Source: an optimization exercise on an open RTL-to-GDS flow (aim: small area, a short achievable clock period and few clock cycles per item). Production flows keep margins and buffers that such runs may drop. In this exercise RTL edits were held to simulation tests only and were not proved equivalent to the original.

[flow/run.sh]
#!/bin/bash
# synth_recipe.tcl (not shown) runs the flow's synth.tcl, then flattens the netlist and writes it again
# the make line also repeats each setting of config.mk as NAME=value (left out here)
make -C /OpenROAD-flow-scripts/flow DESIGN_CONFIG=/design/flow/config.mk WORK_HOME=/design/flow/orfs CLKGATE_MAP_FILE= SYNTH_SCRIPT=/design/flow/synth_recipe.tcl finish
[flow/config.mk]
export PLATFORM = sky130hd
export DESIGN_NAME = aes_slice
export DESIGN_NICKNAME = aes_slice
export VERILOG_FILES = /design/flow/design.v
export SDC_FILE = /design/flow/constraint.sdc
export NUM_CORES = 4
export LEC_CHECK = 0
export ABC_AREA = 1
export CAP_MARGIN = 20
export CORE_MARGIN = 2
export CORE_UTILIZATION = 40
export PLACE_DENSITY = 0.6
export SLEW_MARGIN = 20
[flow/constraint.sdc]
create_clock -name core_clock -period 8.5 [get_ports {clk}]
set_input_delay 1.7000 -clock core_clock [delete_from_list [all_inputs] [get_ports {clk}]]
set_output_delay 1.7000 -clock core_clock [all_outputs]
set_load 0.01 [all_outputs]
[flow/design.v]
module aes_slice (
    input  wire         clk,
    input  wire         rst,
    input  wire         key_load,
    input  wire         key256,
    input  wire [255:0] key_in,
    input  wire         start,
    input  wire         decrypt,
    input  wire [127:0] din,
    output wire         busy,
    output reg          done,
    output reg  [127:0] dout
);
    reg [255:0] win;         
    reg [255:0] kst;         
    reg [127:0] state;
    reg         k256;        
    reg         run;         
    reg         xp;          
    reg         dec;         
    reg         first;       
    reg         dvalid;      
    reg         wend;        
    reg [3:0]   round;
    function [7:0] sbox_fwd_f;
        input [7:0] a;
        reg t1, t2, t3, t4, t5, t6, t7, t8, t9, t10, t11, t12, t13, t14, t15, t16, t17, t18, t19, t20, t21, t22, t23, t24, t25, t26, t27, t28, t29, t30, t31, t32, t33, t34, t35, t36, t37, t38, t39, t40, t41, t42, t43, t44, t45, t46, t47, t48, t49, t50, t51, t52, t53, t54, t55, t56, t57, t58, t59, t60, t61, t62, t63, t64, t65, t66, t67, t68, t69, t70, t71, t72, t73, t74, t75, t76, t77, t78, t79, t80, t81, t82, t83, t84, t85, t86, t87, t88, t89, t90, t91, t92, t93, t94, t95, t96, t97, t98, t99, t100, t101, t102, t103, t104, t105, t106, t107, t108, t109, t110, t111, t112, t113, t114, t115, t116, t117, t118, t119, t120, t121, t122, t123, t124, t125, t126, t127, t128, t129, t130, t131, t132, t133, t134, t135, t136, t137, t138, t139, t140, t141, t142, t143, t144, t145, t146, t147, t148, t149, t150, t151, t152, t153, t154, t155, t156, t157, t158, t159, t160, t161;
        begin
            t1 = a[1] ^ a[5];
            t2 = a[2] ^ a[3];
            t3 = a[5] ^ a[7];
            t4 = a[6] ^ t1;
            t5 = a[0] ^ t4;
            t6 = a[1] ^ a[7];
            t7 = a[2] ^ a[7];
            t8 = a[2] ^ a[4];
            t9 = a[1];
            t10 = t2 ^ t3;
            t11 = a[4] ^ t2 ^ t4;
            t12 = t3;
            t13 = t6 ^ t7;
            t14 = t8 ^ t9;
            t15 = t5 ^ t10 ^ t13;
            t16 = t13 ^ t14;
            t17 = t7 ^ t8 ^ t10 ^ t11 ^ t12;
            t18 = t12 ^ t14;
            t19 = t9 & t5;
            t20 = t10 & t6;
            t21 = t10 ^ t9;
            t22 = t6 ^ t5;
            t23 = t21 & t22;
            t24 = t23 ^ t19;
            t25 = t20 ^ t19;
            t26 = t11 & t7;
            t27 = t12 & t8;
            t28 = t12 ^ t11;
            t29 = t8 ^ t7;
            t30 = t28 & t29;
            t31 = t30 ^ t26;
            t32 = t27 ^ t26;
            t33 = t11 ^ t9;
            t34 = t12 ^ t10;
            t35 = t7 ^ t5;
            t36 = t8 ^ t6;
            t37 = t33 & t35;
            t38 = t34 & t36;
            t39 = t34 ^ t33;
            t40 = t36 ^ t35;
            t41 = t39 & t40;
            t42 = t41 ^ t37;
            t43 = t38 ^ t37;
            t44 = t32 ^ t31;
            t45 = t32;
            t46 = t43 ^ t25;
            t47 = t42 ^ t24;
            t48 = t44 ^ t25;
            t49 = t45 ^ t24;
            t50 = t15 ^ t48;
            t51 = t16 ^ t49;
            t52 = t17 ^ t46;
            t53 = t18 ^ t47;
            t54 = t51 ^ t52;
            t55 = t50 ^ t54;
            t56 = t53 ^ t54;
            t57 = t52 & t50;
            t58 = t53 & t51;
            t59 = t53 ^ t52;
            t60 = t51 ^ t50;
            t61 = t59 & t60;
            t62 = t61 ^ t57;
            t63 = t58 ^ t57;
            t64 = t55 ^ t63;
            t65 = t56 ^ t62;
            t66 = t64 ^ t65;
            t67 = t52 ^ t50;
            t68 = t53 ^ t51;
            t69 = t52 & t66;
            t70 = t53 & t65;
            t71 = t53 ^ t52;
            t72 = t65 ^ t66;
            t73 = t71 & t72;
            t74 = t73 ^ t69;
            t75 = t70 ^ t69;
            t76 = t67 & t66;
            t77 = t68 & t65;
            t78 = t68 ^ t67;
            t79 = t65 ^ t66;
            t80 = t78 & t79;
            t81 = t80 ^ t76;
            t82 = t77 ^ t76;
            t83 = t9 ^ t5;
            t84 = t10 ^ t6;
            t85 = t11 ^ t7;
            t86 = t12 ^ t8;
            t87 = t9 & t82;
            t88 = t10 & t81;
            t89 = t10 ^ t9;
            t90 = t81 ^ t82;
            t91 = t89 & t90;
            t92 = t91 ^ t87;
            t93 = t88 ^ t87;
            t94 = t11 & t75;
            t95 = t12 & t74;
            t96 = t12 ^ t11;
            t97 = t74 ^ t75;
            t98 = t96 & t97;
            t99 = t98 ^ t94;
            t100 = t95 ^ t94;
            t101 = t11 ^ t9;
            t102 = t12 ^ t10;
            t103 = t75 ^ t82;
            t104 = t74 ^ t81;
            t105 = t101 & t103;
            t106 = t102 & t104;
            t107 = t102 ^ t101;
            t108 = t104 ^ t103;
            t109 = t107 & t108;
            t110 = t109 ^ t105;
            t111 = t106 ^ t105;
            t112 = t100 ^ t99;
            t113 = t100;
            t114 = t111 ^ t93;
            t115 = t110 ^ t92;
            t116 = t112 ^ t93;
            t117 = t113 ^ t92;
            t118 = t83 & t82;
            t119 = t84 & t81;
            t120 = t84 ^ t83;
            t121 = t81 ^ t82;
            t122 = t120 & t121;
            t123 = t122 ^ t118;
            t124 = t119 ^ t118;
            t125 = t85 & t75;
            t126 = t86 & t74;
            t127 = t86 ^ t85;
            t128 = t74 ^ t75;
            t129 = t127 & t128;
            t130 = t129 ^ t125;
            t131 = t126 ^ t125;
            t132 = t85 ^ t83;
            t133 = t86 ^ t84;
            t134 = t75 ^ t82;
            t135 = t74 ^ t81;
            t136 = t132 & t134;
            t137 = t133 & t135;
            t138 = t133 ^ t132;
            t139 = t135 ^ t134;
            t140 = t138 & t139;
            t141 = t140 ^ t136;
            t142 = t137 ^ t136;
            t143 = t131 ^ t130;
            t144 = t131;
            t145 = t142 ^ t124;
            t146 = t141 ^ t123;
            t147 = t143 ^ t124;
            t148 = t144 ^ t123;
            t149 = t147 ^ t116;
            t150 = t145 ^ t146;
            t151 = t148 ^ t149;
            t152 = t116 ^ t114;
            t153 = t114 ^ t149;
            t154 = ~(t149 ^ t150);
            t155 = ~(t151);
            t156 = t145 ^ t115 ^ t151;
            t157 = t150 ^ t153;
            t158 = t153;
            t159 = ~(t116 ^ t117 ^ t150);
            t160 = ~(t152);
            t161 = t145 ^ t152;
            sbox_fwd_f[0] = t154;
            sbox_fwd_f[1] = t155;
            sbox_fwd_f[2] = t156;
            sbox_fwd_f[3] = t157;
            sbox_fwd_f[4] = t158;
            sbox_fwd_f[5] = t159;
            sbox_fwd_f[6] = t160;
            sbox_fwd_f[7] = t161;
        end
    endfunction
    function [7:0] sbox_dp_f;
        input [7:0] a;
        input       inv;
        reg t1, t2, t3, t4, t5, t6, t7, t8, t9, t10, t11, t12, t13, t14, t15, t16, t17, t18, t19, t20, t21, t22, t23, t24, t25, t26, t27, t28, t29, t30, t31, t32, t33, t34, t35, t36, t37, t38, t39, t40, t41, t42, t43, t44, t45, t46, t47, t48, t49, t50, t51, t52, t53, t54, t55, t56, t57, t58, t59, t60, t61, t62, t63, t64, t65, t66, t67, t68, t69, t70, t71, t72, t73, t74, t75, t76, t77, t78, t79, t80, t81, t82, t83, t84, t85, t86, t87, t88, t89, t90, t91, t92, t93, t94, t95, t96, t97, t98, t99, t100, t101, t102, t103, t104, t105, t106, t107, t108, t109, t110, t111, t112, t113, t114, t115, t116, t117, t118, t119, t120, t121, t122, t123, t124, t125, t126, t127, t128, t129, t130, t131, t132, t133, t134, t135, t136, t137, t138, t139, t140, t141, t142, t143, t144, t145, t146, t147, t148, t149, t150, t151, t152, t153, t154, t155, t156, t157, t158, t159, t160, t161, t162, t163, t164, t165, t166, t167, t168, t169, t170, t171, t172, t173, t174, t175, t176, t177, t178, t179, t180, t181, t182, t183, t184, t185, t186, t187, t188, t189, t190, t191, t192, t193, t194, t195, t196, t197, t198, t199, t200, t201;
        begin
            t1 = a[1] ^ a[5];
            t2 = a[2] ^ a[3];
            t3 = a[5] ^ a[7];
            t4 = a[6] ^ t1;
            t5 = a[0] ^ t4;
            t6 = a[1] ^ a[7];
            t7 = a[2] ^ a[7];
            t8 = a[2] ^ a[4];
            t9 = a[1];
            t10 = t2 ^ t3;
            t11 = a[4] ^ t2 ^ t4;
            t12 = t3;
            t13 = a[0] ^ a[3];
            t14 = a[4] ^ a[6];
            t15 = a[6] ^ a[7];
            t16 = ~(t14);
            t17 = a[1] ^ a[4] ^ t13;
            t18 = ~(t15);
            t19 = ~(a[3] ^ a[7] ^ t14);
            t20 = a[6] ^ t13;
            t21 = ~(a[0] ^ a[5] ^ t14);
            t22 = ~(t13);
            t23 = a[1] ^ a[2] ^ t15;
            t24 = inv ? t16 : t5;
            t25 = inv ? t17 : t6;
            t26 = inv ? t18 : t7;
            t27 = inv ? t19 : t8;
            t28 = inv ? t20 : t9;
            t29 = inv ? t21 : t10;
            t30 = inv ? t22 : t11;
            t31 = inv ? t23 : t12;
            t32 = t25 ^ t26;
            t33 = t27 ^ t28;
            t34 = t24 ^ t29 ^ t32;
            t35 = t32 ^ t33;
            t36 = t26 ^ t27 ^ t29 ^ t30 ^ t31;
            t37 = t31 ^ t33;
            t38 = t28 & t24;
            t39 = t29 & t25;
            t40 = t29 ^ t28;
            t41 = t25 ^ t24;
            t42 = t40 & t41;
            t43 = t42 ^ t38;
            t44 = t39 ^ t38;
            t45 = t30 & t26;
            t46 = t31 & t27;
            t47 = t31 ^ t30;
            t48 = t27 ^ t26;
            t49 = t47 & t48;
            t50 = t49 ^ t45;
            t51 = t46 ^ t45;
            t52 = t30 ^ t28;
            t53 = t31 ^ t29;
            t54 = t26 ^ t24;
            t55 = t27 ^ t25;
            t56 = t52 & t54;
            t57 = t53 & t55;
            t58 = t53 ^ t52;
            t59 = t55 ^ t54;
            t60 = t58 & t59;
            t61 = t60 ^ t56;
            t62 = t57 ^ t56;
            t63 = t51 ^ t50;
            t64 = t51;
            t65 = t62 ^ t44;
            t66 = t61 ^ t43;
            t67 = t63 ^ t44;
            t68 = t64 ^ t43;
            t69 = t34 ^ t67;
            t70 = t35 ^ t68;
            t71 = t36 ^ t65;
            t72 = t37 ^ t66;
            t73 = t70 ^ t71;
            t74 = t69 ^ t73;
            t75 = t72 ^ t73;
            t76 = t71 & t69;
            t77 = t72 & t70;
            t78 = t72 ^ t71;
            t79 = t70 ^ t69;
            t80 = t78 & t79;
            t81 = t80 ^ t76;
            t82 = t77 ^ t76;
            t83 = t74 ^ t82;
            t84 = t75 ^ t81;
            t85 = t83 ^ t84;
            t86 = t71 ^ t69;
            t87 = t72 ^ t70;
            t88 = t71 & t85;
            t89 = t72 & t84;
            t90 = t72 ^ t71;
            t91 = t84 ^ t85;
            t92 = t90 & t91;
            t93 = t92 ^ t88;
            t94 = t89 ^ t88;
            t95 = t86 & t85;
            t96 = t87 & t84;
            t97 = t87 ^ t86;
            t98 = t84 ^ t85;
            t99 = t97 & t98;
            t100 = t99 ^ t95;
            t101 = t96 ^ t95;
            t102 = t28 ^ t24;
            t103 = t29 ^ t25;
            t104 = t30 ^ t26;
            t105 = t31 ^ t27;
            t106 = t28 & t101;
            t107 = t29 & t100;
            t108 = t29 ^ t28;
            t109 = t100 ^ t101;
            t110 = t108 & t109;
            t111 = t110 ^ t106;
            t112 = t107 ^ t106;
            t113 = t30 & t94;
            t114 = t31 & t93;
            t115 = t31 ^ t30;
            t116 = t93 ^ t94;
            t117 = t115 & t116;
            t118 = t117 ^ t113;
            t119 = t114 ^ t113;
            t120 = t30 ^ t28;
            t121 = t31 ^ t29;
            t122 = t94 ^ t101;
            t123 = t93 ^ t100;
            t124 = t120 & t122;
            t125 = t121 & t123;
            t126 = t121 ^ t120;
            t127 = t123 ^ t122;
            t128 = t126 & t127;
            t129 = t128 ^ t124;
            t130 = t125 ^ t124;
            t131 = t119 ^ t118;
            t132 = t119;
            t133 = t130 ^ t112;
            t134 = t129 ^ t111;
            t135 = t131 ^ t112;
            t136 = t132 ^ t111;
            t137 = t102 & t101;
            t138 = t103 & t100;
            t139 = t103 ^ t102;
            t140 = t100 ^ t101;
            t141 = t139 & t140;
            t142 = t141 ^ t137;
            t143 = t138 ^ t137;
            t144 = t104 & t94;
            t145 = t105 & t93;
            t146 = t105 ^ t104;
            t147 = t93 ^ t94;
            t148 = t146 & t147;
            t149 = t148 ^ t144;
            t150 = t145 ^ t144;
            t151 = t104 ^ t102;
            t152 = t105 ^ t103;
            t153 = t94 ^ t101;
            t154 = t93 ^ t100;
            t155 = t151 & t153;
            t156 = t152 & t154;
            t157 = t152 ^ t151;
            t158 = t154 ^ t153;
            t159 = t157 & t158;
            t160 = t159 ^ t155;
            t161 = t156 ^ t155;
            t162 = t150 ^ t149;
            t163 = t150;
            t164 = t161 ^ t143;
            t165 = t160 ^ t142;
            t166 = t162 ^ t143;
            t167 = t163 ^ t142;
            t168 = t166 ^ t135;
            t169 = t164 ^ t165;
            t170 = t167 ^ t168;
            t171 = t135 ^ t133;
            t172 = t133 ^ t168;
            t173 = ~(t168 ^ t169);
            t174 = ~(t170);
            t175 = t164 ^ t134 ^ t170;
            t176 = t169 ^ t172;
            t177 = t172;
            t178 = ~(t135 ^ t136 ^ t169);
            t179 = ~(t171);
            t180 = t164 ^ t171;
            t181 = t167 ^ t135;
            t182 = t164 ^ t181;
            t183 = t165 ^ t136;
            t184 = t133 ^ t183;
            t185 = t134 ^ t182;
            t186 = t166 ^ t184 ^ t185;
            t187 = t135;
            t188 = t182;
            t189 = t136 ^ t185;
            t190 = t165 ^ t182;
            t191 = t134 ^ t181;
            t192 = t164 ^ t135 ^ t184;
            t193 = t181;
            t194 = inv ? t186 : t173;
            t195 = inv ? t187 : t174;
            t196 = inv ? t188 : t175;
            t197 = inv ? t189 : t176;
            t198 = inv ? t190 : t177;
            t199 = inv ? t191 : t178;
            t200 = inv ? t192 : t179;
            t201 = inv ? t193 : t180;
            sbox_dp_f[0] = t194;
            sbox_dp_f[1] = t195;
            sbox_dp_f[2] = t196;
            sbox_dp_f[3] = t197;
            sbox_dp_f[4] = t198;
            sbox_dp_f[5] = t199;
            sbox_dp_f[6] = t200;
            sbox_dp_f[7] = t201;
        end
    endfunction
    function [31:0] sub_word;
        input [31:0] w;
        sub_word = {sbox_fwd_f(w[31:24]), sbox_fwd_f(w[23:16]), sbox_fwd_f(w[15:8]), sbox_fwd_f(w[7:0])};
    endfunction
    function [7:0] xtime;
        input [7:0] a;
        xtime = {a[6:0], 1'b0} ^ (a[7] ? 8'h1b : 8'h00);
    endfunction
    function [127:0] shift_rows;
        input [127:0] s;
        integer r, c;
        begin
            for (r = 0; r < 4; r = r + 1)
                for (c = 0; c < 4; c = c + 1)
                    shift_rows[127 - 8*(r + 4*c) -: 8] = s[127 - 8*(r + 4*((c + r) % 4)) -: 8];
        end
    endfunction
    function [127:0] inv_shift_rows;
        input [127:0] s;
        integer r, c;
        begin
            for (r = 0; r < 4; r = r + 1)
                for (c = 0; c < 4; c = c + 1)
                    inv_shift_rows[127 - 8*(r + 4*((c + r) % 4)) -: 8] = s[127 - 8*(r + 4*c) -: 8];
        end
    endfunction
    function [127:0] mix_columns;
        input [127:0] s;
        integer c;
        reg [7:0] a0, a1, a2, a3, t;
        begin
            for (c = 0; c < 4; c = c + 1) begin
                a0 = s[127 - 32*c -: 8];
                a1 = s[119 - 32*c -: 8];
                a2 = s[111 - 32*c -: 8];
                a3 = s[103 - 32*c -: 8];
                t  = a0 ^ a1 ^ a2 ^ a3;
                mix_columns[127 - 32*c -: 8] = a0 ^ t ^ xtime(a0 ^ a1);
                mix_columns[119 - 32*c -: 8] = a1 ^ t ^ xtime(a1 ^ a2);
                mix_columns[111 - 32*c -: 8] = a2 ^ t ^ xtime(a2 ^ a3);
                mix_columns[103 - 32*c -: 8] = a3 ^ t ^ xtime(a3 ^ a0);
            end
        end
    endfunction
    function [127:0] pre_inv_mix;
        input [127:0] s;
        integer c;
        reg [7:0] a0, a1, a2, a3, u, v;
        begin
            for (c = 0; c < 4; c = c + 1) begin
                a0 = s[127 - 32*c -: 8];
                a1 = s[119 - 32*c -: 8];
                a2 = s[111 - 32*c -: 8];
                a3 = s[103 - 32*c -: 8];
                u  = xtime(xtime(a0 ^ a2));
                v  = xtime(xtime(a1 ^ a3));
                pre_inv_mix[127 - 32*c -: 8] = a0 ^ u;
                pre_inv_mix[119 - 32*c -: 8] = a1 ^ v;
                pre_inv_mix[111 - 32*c -: 8] = a2 ^ u;
                pre_inv_mix[103 - 32*c -: 8] = a3 ^ v;
            end
        end
    endfunction
    wire [3:0] nr   = k256 ? 4'd14 : 4'd10;
    wire       back = run && dec;
    wire [31:0] x0 = win[255:224];
    wire [31:0] x1 = win[223:192];
    wire [31:0] x2 = win[191:160];
    wire [31:0] x3 = win[159:128];
    wire [31:0] x4 = win[127:96];
    wire [31:0] x5 = win[95:64];
    wire [31:0] x6 = win[63:32];
    wire [31:0] x7 = win[31:0];
    wire        type_a = !k256 || (back ? !round[0] : round[0]);
    wire [31:0] sw_src = back ? (k256 ? x3 : (x3 ^ x2)) : (k256 ? x7 : x3);
    wire [31:0] sw_in  = type_a ? {sw_src[23:0], sw_src[31:24]} : sw_src;
    reg [7:0] rcon;
    always @(*) begin
        case ({k256, back, round})
            {2'b00, 4'd1},  {2'b01, 4'd0},  {2'b10, 4'd1},  {2'b11, 4'd0}:  rcon = 8'h01;
            {2'b00, 4'd2},  {2'b01, 4'd1},  {2'b10, 4'd3},  {2'b11, 4'd2}:  rcon = 8'h02;
            {2'b00, 4'd3},  {2'b01, 4'd2},  {2'b10, 4'd5},  {2'b11, 4'd4}:  rcon = 8'h04;
            {2'b00, 4'd4},  {2'b01, 4'd3},  {2'b10, 4'd7},  {2'b11, 4'd6}:  rcon = 8'h08;
            {2'b00, 4'd5},  {2'b01, 4'd4},  {2'b10, 4'd9},  {2'b11, 4'd8}:  rcon = 8'h10;
            {2'b00, 4'd6},  {2'b01, 4'd5},  {2'b10, 4'd11}, {2'b11, 4'd10}: rcon = 8'h20;
            {2'b00, 4'd7},  {2'b01, 4'd6},  {2'b10, 4'd13}, {2'b11, 4'd12}: rcon = 8'h40;
            {2'b00, 4'd8},  {2'b01, 4'd7}:                                  rcon = 8'h80;
            {2'b00, 4'd9},  {2'b01, 4'd8}:                                  rcon = 8'h1b;
            {2'b00, 4'd10}, {2'b01, 4'd9}:                                  rcon = 8'h36;
            default:                                                        rcon = 8'h00;
        endcase
    end
    wire [31:0] t_word = sub_word(sw_in) ^ {(type_a ? rcon : 8'h00), 24'd0};
    wire [31:0] n0 = x0 ^ t_word;
    wire [31:0] n1 = x1 ^ n0;
    wire [31:0] n2 = x2 ^ n1;
    wire [31:0] n3 = x3 ^ n2;
    wire [31:0] y0 = k256 ? x4 : x0;
    wire [31:0] y1 = k256 ? x5 : x1;
    wire [31:0] y2 = k256 ? x6 : x2;
    wire [31:0] y3 = k256 ? x7 : x3;
    wire [31:0] p0 = y0 ^ t_word;
    wire [31:0] p1 = y1 ^ y0;
    wire [31:0] p2 = y2 ^ y1;
    wire [31:0] p3 = y3 ^ y2;
    wire [255:0] next_win = back ? {p0, p1, p2, p3, x0, x1, x2, x3}
                                 : {(k256 ? {x4, x5, x6, x7} : {n0, n1, n2, n3}), n0, n1, n2, n3};
    wire [127:0] rk = next_win[255:128];
    wire         last = dec ? (round == 4'd0) : (round == nr);
    wire [127:0] s_in = dec ? inv_shift_rows(state) : shift_rows(state);
    wire [127:0] sb;
    genvar gi;
    generate
        for (gi = 0; gi < 16; gi = gi + 1) begin : g_sb
            assign sb[8*gi +: 8] = sbox_dp_f(s_in[8*gi +: 8], dec);
        end
    endgenerate
    wire [127:0] mc   = mix_columns(dec ? pre_inv_mix(sb ^ rk) : sb);
    wire [127:0] base = xp ? state : (last ? sb : mc);
    wire [127:0] rout = base ^ ((dec && !last && !xp) ? 128'd0 : rk);
    wire lastc = run && last;
    assign busy = xp || (run && !last);
    wire acc_key = key_load && !busy;
    wire acc_blk = start && !busy;
    wire need_xp = decrypt && !dvalid;
    wire [255:0] win_now = lastc ? next_win : win;
    wire [255:0] src     = (wend == decrypt) ? win_now : kst;
    always @(posedge clk) begin
        done <= 1'b0;
        dout <= rout;
        if (rst) begin
            run    <= 1'b0;
            xp     <= 1'b0;
            first  <= 1'b0;
            dvalid <= 1'b0;
        end else begin
            if (run || xp) begin
                win   <= next_win;
                round <= back ? round - 4'd1 : round + 4'd1;
            end
            if (run || (xp && round == nr))
                state <= rout;
            if (first) begin
                kst   <= win;
                first <= 1'b0;
            end
            if (xp && round == nr) begin
                xp    <= 1'b0;
                run   <= 1'b1;
                first <= 1'b1;
                round <= nr - 4'd1;
            end
            if (lastc) begin
                run  <= 1'b0;
                done <= 1'b1;
            end
            if (acc_key) begin
                win    <= key_in;
                kst    <= key_in;
                k256   <= key256;
                dvalid <= 1'b0;
                wend   <= 1'b0;
            end else if (acc_blk) begin
                dec <= decrypt;
                if (need_xp) begin
                    state  <= din;
                    xp     <= 1'b1;
                    round  <= 4'd1;
                    dvalid <= 1'b1;
                    wend   <= 1'b0;
                end else begin
                    state  <= din ^ src[255:128];
                    win    <= src;
                    run    <= 1'b1;
                    first  <= 1'b1;
                    round  <= decrypt ? nr - 4'd1 : 4'd1;
                    dvalid <= 1'b1;
                    wend   <= !decrypt;
                end
            end
        end
    end
endmodule
==> notes.md <==
- Run status: failed layout checks
- Layout check failures: capacitance limit, slew limit, setup timing
- First-pass GRT wire length: approximately 890,000 um
- Share of layout cells above drive strength 1: roughly 34%
- Layer with the highest usage: met2
- CTS tree: done
- Worst hold slack: 0.527 ns
- Clock Tree Root: clkbuf_16
- Final Cell Area: between 150,000 and 200,000 sq um
- # fillers: between 20,000 and 30,000
- Pin slew with the least headroom to its limit: about 1.5 ns
- Met1 Use GR: a little under three fifths
- RSZ-0062 raised after global routing: yes
- Syn. warnings: 1
- Crit path top cell by count: nand2_4
- Slew Limit Fails: 4
- CTS Sinks: 780
- Clk Latency, worst-skew pair: between 0.9 and 1 ns
- Setup TNS: -152.64 ns
- Worst Skew: between 0.1 and 0.15 ns
- WP data required: between 9 and 10 ns
- CTS max path bufs: 4
- Crit. End Element: register
- Grt met2 use: between 60% and 70%
- Crit-path max cell delay: 0.41 ns
- Drc violations: 0
- Area after DPL: around 140,000 sq um
- Dpl hpwl: 509,000 um
- Core area: between 200,000 and 300,000 sq um
- Die footprint: 274,000 sq um
- Library cells used by synthesis: 82
- Via count: between 100k and 150k
- Final wirelength: between 600,000 and 700,000 um
- Slowest-stage cell, CP: edfxtp_1
- Syn_nets: 18,600
- Worst setup margin: -0.955 ns
- Setup violators final: 260
- FF-to-FF setup slack: -0.96 ns
- Area Growth Syn to Fin: 53.2%
- CP Launch Type: register
- Total track usage: between 40 and 50%
- Num ports: between 500 and 600
- Synth Register Bits: 780
- Die width: approximately 520 um
- Post-synth ARST share: 0%
- Highest Clock Rate: around 0.11 GHz
- GPL Wtd Cong: between 1 and 1.5
- Top_reg_cell synth: edfxtp_1
- Largest net degree at the start of global routing: roughly 170
- Min cycle time layout: between 9 and 10 ns
- Port Buf Inserts: 519
- Hold Path Class: register to register
- Crit Path Max Fanout: 8
- H-Tree Level Count: 3
- Mean cell area of the mapped netlist: about 6.0 sq um
- Gr ovfl total: 0
- Max-slew headroom: -2.75%
- Antenna violations before repair: 48
- Drt first pass iters: 9
- Die H: around 520 um
- Number of global-route vias before repair: approximately 130k
- Num rows: 190
- Vias/cell: 5.62
- Clock slew at reported path FFs: approximately 0.06 ns
- Cell Area, Synth: about 110,000 sq um
- Post-synth EDFFs: 647
- Register area share after synthesis: between 20% and 30%
- Initial drt markers: ~19,000
- Max-cap viol count: 1
- GRT met3 Usage: 12.3%
- Final hold viol count: 0
- Nets: 22,700
- Worst path arrival time: about 10 ns
- Multi-input gate area in the final layout: approximately 90,000 sq um
- Starting Density: 40.3%
- Final cycle utilization of the critical path: 111%
- CP Class: register to register
- CTS Buf Count: 110
- Reg area: 22,100 sq um
- Post-Syn Instances: around 18,000
- Routed Antenna Nets: 0
- Routed len/inst: between 20 and 30 um
## final timing paths
check                            start  depth (start not counted)    endpoint
worst max-delay path               dec                         75  state[102]
worst min-delay path            dvalid                          2      dvalid
worst max register to register     dec                         75  state[102]
worst min register to register  dvalid                          2      dvalid
## area by class of cell
type / instances / share of cell area (%)
Timing Repair inverter: 1 / 0.00529
Clock buffer: 128 / 1.79
Sequential cell: 780 / 13.3
Inverter: 1811 / 4.24
Multi-Input combinational cell: 14800 / 53.6
Clock inverter: 73 / 0.547
Timing Repair Buffer: 4626 / 23.8
Tap cell: 3552 / 2.68
Antenna cell: 31 / 0.0469
## kinds of logic (layout without fill, tap and decap cells)
family / after synthesis / in the layout / share of synthesized area (%)
AOI/OAI and AO/OA: 2583 / 2583 / 14.1
xor gates and xnor gates: 1447 / 1447 / 12.5
adders and majority gates: 125 / 125 / 1.45
buffers and inverters: 2478 / 6639 / 9.46
DFF: 780 / 780 / 20.4
muxes: 5 / 5 / 0.0498
other: 0 / 31 / 0
and+or+nand+nor: 10700 / 10700 / 41.9
## critical path, delay by kind of cell (launching register included)
family / cells / cell delay (ns)
fa+ha+maj: 2 / 0.31
buf+inv: 17 / 2.16
compound gates: 4 / 0.61
simple gates: 47 / 4.44
xor+xnor: 5 / 1.13
flops: 1 / 0.41
## stage by stage
| stage | std cells | setup WS (ns) | util (%) |
|---|---|---|---|
| 3_5_place_dp | 25200 | -1.65 | 53.6 |
| 4_1_cts | 25700 | -0.404 | 58.8 |
| 3_3_place_gp | 25200 | -1.68 | 53.6 |
| 6_report | 25800 | -0.955 | 61.7 |
| 5_1_grt | 25800 | -1.26 | 61.7 |
| 2_1_floorplan | 18100 | -2.24 | - |
## placed cells by master, fill, tap and decap left out, types with 40 or more instances in the layout
master / netlist / layout
nand3_1: 2420 / 1797
buf_6: 31 / 201
a21oi_1: 515 / 488
or2_2: 95 / 92
inv_1: 1639 / 1513
o21ai_1: 188 / 183
nand2_2: 284 / 1113
o22ai_1: 107 / 107
nand2_1: 6932 / 5650
xor2_4: 3 / 43
nand2_4: 15 / 445
nand4_1: 102 / 102
or2_1: 48 / 47
xnor2_1: 523 / 463
xor2_2: 71 / 166
nand3_2: 21 / 492
o21ai_2: 87 / 127
o211ai_1: 203 / 203
a31oi_1: 71 / 71
ha_1: 125 / 111
clkbuf_16: 0 / 116
inv_4: 1 / 40
nand3_4: 0 / 152
buf_4: 21 / 3710
edfxtp_1: 647 / 647
o21ai_0: 1132 / 1080
nand3b_1: 103 / 103
inv_2: 155 / 233
a221o_1: 70 / 70
o221ai_1: 67 / 66
nor2_1: 572 / 531
clkdlybuf4s50_1: 0 / 519
xnor2_2: 27 / 73
xor2_1: 818 / 683
dfxtp_1: 133 / 131
buf_12: 13 / 162
## repair_timing
| action | CTS | global route |
|---|---|---|
| hold buffers | 0 | 0 |
| endpoints found under the setup margin | 272 | 277 |
| setup buffers | 301 | 146 |
| resized for setup | 1885 | 1569 |
| cloned | 14 | 2 |
| pin swaps | 546 | 718 |
## synth_stat cells, types with 16 or more instances
| cell type | count | area (sq um) |
|---|---|---|
| a21oi_1 | 515 | 2580 |
| nand3_2 | 21 | 210 |
| a21o_1 | 24 | 180 |
| o21ai_1 | 188 | 941 |
| clkbuf_1 | 394 | 1480 |
| o21bai_1 | 33 | 248 |
| inv_2 | 155 | 582 |
| a221o_1 | 70 | 701 |
| o21ai_0 | 1132 | 5670 |
| buf_4 | 21 | 158 |
| nor2_2 | 16 | 100 |
| nand2_1 | 6932 | 26000 |
| dfxtp_1 | 133 | 2660 |
| or2_2 | 95 | 594 |
| inv_1 | 1639 | 6150 |
| xnor2_2 | 27 | 439 |
| or2_1 | 48 | 300 |
| buf_1 | 101 | 379 |
| o21ai_2 | 87 | 762 |
| o221ai_1 | 67 | 587 |
| edfxtp_1 | 647 | 19400 |
| nor2_1 | 572 | 2150 |
| a31oi_1 | 71 | 444 |
| xor2_1 | 818 | 7160 |
| buf_2 | 75 | 375 |
| a221oi_1 | 18 | 158 |
| nand2_2 | 284 | 1780 |
| nand4_1 | 102 | 638 |
| xnor2_1 | 523 | 4580 |
| xor2_2 | 71 | 1150 |
| o22ai_1 | 107 | 669 |
| nand3_1 | 2420 | 12100 |
| and2_1 | 42 | 263 |
| buf_6 | 31 | 349 |
| ha_1 | 125 | 1560 |
| clkbuf_8 | 19 | 262 |
| nand3b_1 | 103 | 773 |
| o211ai_1 | 203 | 1520 |
## sequential cells by signal, indices dropped and copies added, names as in the netlist
| name | cells |
|---|---|
| xp | 1 |
| kst | 256 |
| wend | 1 |
| done | 1 |
| round | 4 |
| first | 1 |
| run | 1 |
| dec | 1 |
| win | 256 |
| k256 | 1 |
| dout | 128 |
| state | 128 |
| dvalid | 1 |
## routing by layer
layer / part of all wire (%) / wire, um
met1: 38 / 244000
met2: 40 / 260000
met3: 13 / 81300
met4: 9.7 / 62900
met5: 0.017 / 108
Testbench counts, summed over its fixed seeds: cycles 4,884, blocks 384.

separate check: timing with driven ports:
In the flow no input, the clock included, has a driving cell. The finished layout below was timed again as built, in two steps.
Step 1, drivers: a clkbuf_16 drives clk and a buf_2 each remaining input, both assumed.
Step 2 moves the port delays by t, midway between the first and last clock arrival at a register: inputs arrive t later, outputs are due t later. That takes back most of the time a late clock gives input paths.
Three values: no drivers, after step 1, after step 2; two values: the first two.
shift t [ns]: 0.978
setup WS [ns]: -0.955 / -0.955 / -0.955
hold WS [ns]: 0.527 / 0.527 / 0.527
worst register clock-pin slew, ns: 0.07 / 0.07
worst data-port slew with drivers (ns): 0.29
The setup slack of this run moves by 0.000 ns with the drivers and by 0.000 ns with both steps.
